Context: an optimization exercise on an open-source flow, tuned for small area, a short achievable clock period and few clock cycles per item. The choices shown serve that exercise and are no tape-out recipe.
RTL that was checked went through simulation tests only; none was proved equivalent to the original.

==> job 2000 <==
## quadrille
module quadrille (
    input  wire        clk,
    input  wire        rst,
    input  wire        cfg_valid,
    output wire        cfg_ready,
    input  wire [63:0] cfg_seed_lo,
    input  wire [63:0] cfg_seed_hi,
    input  wire [15:0] cfg_dataset_id,
    input  wire [23:0] cfg_epoch,
    input  wire [48:0] cfg_n,
    input  wire        req_valid,
    output wire        req_ready,
    input  wire [47:0] req_pos,
    input  wire        req_inv,
    input  wire [7:0]  req_tag,
    output reg         rsp_valid,
    input  wire        rsp_ready,
    output reg  [7:0]  rsp_tag,
    output reg  [47:0] rsp_index
);
==> flow/config.mk <==
export PLATFORM = sky130hd
export DESIGN_NAME = quadrille
export DESIGN_NICKNAME = quadrille
export VERILOG_FILES = /design/flow/design.v
export SDC_FILE = /design/flow/constraint.sdc
export NUM_CORES = 4
export LEC_CHECK = 0
export CAP_MARGIN = 20
export CORE_MARGIN = 2
export CORE_UTILIZATION = 40
export SLEW_MARGIN = 20
export SYNTH_HIERARCHICAL = 1
export SYNTH_MINIMUM_KEEP_SIZE = 0
==> flow/constraint.sdc <==
create_clock -name core_clock -period 28.0 [get_ports {clk}]
set_input_delay 5.6000 -clock core_clock [delete_from_list [all_inputs] [get_ports {clk}]]
set_output_delay 5.6000 -clock core_clock [all_outputs]
set_load 0.01 [all_outputs]
standard.sh (not shown) runs the stock make flow with config.mk's settings and CLKGATE_MAP_FILE= SYNTH_SCRIPT=/design/flow/synth_recipe.tcl, a recipe that flattens the netlist after the stock synthesis.
==> flow/flow/run.sh <==
#!/bin/bash
# Layout: the standard flow (standard.sh, unchanged synthesis and steps),
# with buf_4 cells as the port buffers that placement inserts.
export BUFFER_PORTS_ARGS="-buffer_cell sky130_fd_sc_hd__buf_4"
bash standard.sh > standard.log 2>&1
==> inputs of job 1569, as changes to job 2000 <==
--- a/flow/design.v
+++ b/flow/design.v
@@ -2255,18 +2255,19 @@
     integer     i;
     always @* begin
         nbits = 6'd0;
         for (i = 0; i < 48; i = i + 1)
             if (n_m1[i]) nbits = i[5:0] + 6'd1;
     end
     wire [4:0]  h_new = (nbits <= 6'd2) ? 5'd1 : nbits[5:1] + {4'd0, nbits[0]};
-    reg  [23:0] mask;
-    always @* begin
+    reg  [23:0] mask;           
+    always @(posedge clk) begin
         for (i = 0; i < 24; i = i + 1)
-            mask[i] = (i < h_q);
+            if (kg && kc == 7'd2)
+                mask[i] <= (i < h_q);
     end
     wire [47:0] sh_in = kg ? n_q[47:0] : rb_pos;
     wire [23:0] sp_l  = sh_in >> h_q;
     wire [23:0] sp_r  = sh_in[23:0] & mask;
     wire [23:0] sp_b  = rb_inv ? sp_l : sp_r;
     wire [23:0] sp_a  = rb_inv ? sp_r : sp_l;
     wire [63:0] key_n = rb_inv ? kall[511:448] : kall[63:0];    
@@ -2286,35 +2287,34 @@
         kdm    <= km;
         kdqa   <= kqa;
         kdqb   <= kqb;
         kdsrc  <= ks[2];
         kdstep <= kstep;
         kdkr   <= kr;
     end
-    function [63:0] rca_f;      
+    function [63:0] rca_f;
         input [3:0] i;
         begin
-            case (i)
-                4'd0:  rca_f = 64'h9E3779B843248F67;
-                4'd1:  rca_f = 64'h3C6EF37286491ECF;
-                4'd2:  rca_f = 64'hDAA66D2DC893AE67;
-                4'd3:  rca_f = 64'h78DDE6E50C923D9F;
-                4'd4:  rca_f = 64'h1715609F525EAD57;
-                4'd5:  rca_f = 64'hB54CDA5991275CCF;
-                4'd6:  rca_f = 64'h53845412DC01CCB7;
-                4'd7:  rca_f = 64'hF1BBCDCA19247B3F;
-                4'd8:  rca_f = 64'h8FF347846678D3B7;
-                4'd9:  rca_f = 64'h2E2AC13EA4BD5AAF;
-                4'd10: rca_f = 64'hCC623AF9E0F72117;
-                4'd11: rca_f = 64'h6A99B4B1224EB99F;
-                4'd12: rca_f = 64'h08D12E6B676A11C7;
-                4'd13: rca_f = 64'hA708A825B803996F;
-                4'd14: rca_f = 64'h454021DEFFDD0687;
-                default: rca_f = 64'hE3779B963248F67F;
-            endcase
+            rca_f = 64'd0;
+            rca_f = rca_f | ({64{i == 4'd0}} & 64'h9E3779B843248F67);
+            rca_f = rca_f | ({64{i == 4'd1}} & 64'h3C6EF37286491ECF);
+            rca_f = rca_f | ({64{i == 4'd2}} & 64'hDAA66D2DC893AE67);
+            rca_f = rca_f | ({64{i == 4'd3}} & 64'h78DDE6E50C923D9F);
+            rca_f = rca_f | ({64{i == 4'd4}} & 64'h1715609F525EAD57);
+            rca_f = rca_f | ({64{i == 4'd5}} & 64'hB54CDA5991275CCF);
+            rca_f = rca_f | ({64{i == 4'd6}} & 64'h53845412DC01CCB7);
+            rca_f = rca_f | ({64{i == 4'd7}} & 64'hF1BBCDCA19247B3F);
+            rca_f = rca_f | ({64{i == 4'd8}} & 64'h8FF347846678D3B7);
+            rca_f = rca_f | ({64{i == 4'd9}} & 64'h2E2AC13EA4BD5AAF);
+            rca_f = rca_f | ({64{i == 4'd10}} & 64'hCC623AF9E0F72117);
+            rca_f = rca_f | ({64{i == 4'd11}} & 64'h6A99B4B1224EB99F);
+            rca_f = rca_f | ({64{i == 4'd12}} & 64'h08D12E6B676A11C7);
+            rca_f = rca_f | ({64{i == 4'd13}} & 64'hA708A825B803996F);
+            rca_f = rca_f | ({64{i == 4'd14}} & 64'h454021DEFFDD0687);
+            rca_f = rca_f | ({64{i == 4'd15}} & 64'hE3779B963248F67F);
         end
     endfunction
     wire [NDP-1:0] want;        
     wire [NDP-1:0] ans;         
     wire [NDP-1:0] tk;          
     wire [NDP-1:0] kfin_w;      
     wire [48*NDP-1:0] y_all;
@@ -2529,15 +2529,15 @@
                 kall[64 * k +: 64] <= kwd_all[64 * (k / KPD) +: 64];
     end
     always @(posedge clk) begin
         if (kg && kc == 7'd0)
             n_q <= cfg_n;                        
         if (kg && kc == 7'd1)
             h_q <= h_new;
-        if (kg && kc == 7'd2)
+        if (kg && kc == 7'd3)
             n_q <= {n_q[48], sp_l, sp_r};
         if (rq_rdy) begin
             rb_pos <= req_pos;
             rb_inv <= req_inv;
             rb_tag <= req_tag;
         end
         if (!rsp_valid) begin                    
==> flow/run.sh (new file) <==
#!/bin/bash
# synth_recipe.tcl (not shown) runs the flow's synth.tcl, then flattens the netlist and writes it again
# the make line also repeats each setting of config.mk as NAME=value (left out here)
make -C /OpenROAD-flow-scripts/flow DESIGN_CONFIG=/design/flow/config.mk WORK_HOME=/design/flow/orfs CLKGATE_MAP_FILE= SYNTH_SCRIPT=/design/flow/synth_recipe.tcl finish
- CORE_UTILIZATION: 40 -> 55
removed: flow/flow/run.sh
removed: flow/standard.sh
==> notes <==
Of job 2000 and job 1569, job 2000 has the higher final cell count (gap about 7%, measured against job 1569). In job 1569 the sequential share of layout area is lower than in job 2000, by 0.33 points. Of job 2000 and job 1569, job 1569 has the higher cell area (gap about 0.6%, measured against job 1569). Against job 1569, the via count of job 2000 is smaller by 4.6%. Between job 2000 and job 1569, the lower non-clock buffer count is in job 2000 (gap 10). Against job 1569, the area after synthesis of job 2000 is smaller by 1.4%. Against job 1569, the register-to-register slack of job 2000 is lower by 100 ps. Global-route usage: job 1569 is higher than job 2000 (14 points).
==> figures <==
| metric | job 1569 | job 2000 |
|---|---|---|
| Dpl hpwl | 494.5 mm | 470.9 mm |
| Synth unique cells | 125 | 117 |
| Critical path required time | 28820 ps | 28760 ps |
| Maximum clock frequency | 122.5 MHz | 121.0 MHz |
| Global-route usage over all layers | 0.4714 | 0.3301 |
| Hold WS | 297.1 ps | 263.4 ps |
| Total CTS buffers | 184 | 183 |
| Area used by multi-input combinational logic | 0.1007 mm² | 0.09856 mm² |
| Via-to-Cell Ratio | 6.974 | 6.194 |
| Synth top area share | 0.2796 | 0.2836 |
| Clk sink count | 1638 | 1664 |
| Status | complete, no violations | complete, no violations |
| Fraction of the mapped netlist area in compound gates | 0.1064 | 0.1127 |
| Hold endpoint | g_dp[0].c2_a[8] | g_dp[0].c3_a[10] |
| Synthesized-area fraction occupied by adder cells | 0.3219 | 0.3288 |
| Endpoint of the most critical setup path | g_dp[0].u_q[6] | g_dp[0].u_q[14] |
| Flip-flop and latch count after synthesis | 1638 | 1664 |
Testbench counts of job 1569, summed over its fixed seeds: cycles 34,484, items 3,072.
For job 2000, only the layout was checked, not whether the RTL still works.

-- port drivers added, routing unchanged --
The flow's constraints put no driver on any port. The routed layouts listed below were extracted and timed again, unchanged, in two steps. Step 1 assumes that a clkbuf_16 drives the clock port and a buf_2 every other input. Step 2 moves the port delays by t, midway between the first and last clock arrival at a register: inputs arrive t later, outputs are due t later. That takes back most of the time a late clock gives input paths. Three values: no drivers, after step 1, after step 2; two values: the first two.
run | t (ns) | setup slack, ns | worst setup path at the end | worst data-port slew with drivers (ns) | pins driven straight from the clock port
job 2000 | 0.977 | 19.734 / 19.734 / 19.734 | register to register | 0.16 | 1
job 1569 | 1.002 | 19.836 / 19.836 / 19.836 | register to register | 0.09 | 1
After both steps every run listed still meets setup and hold.
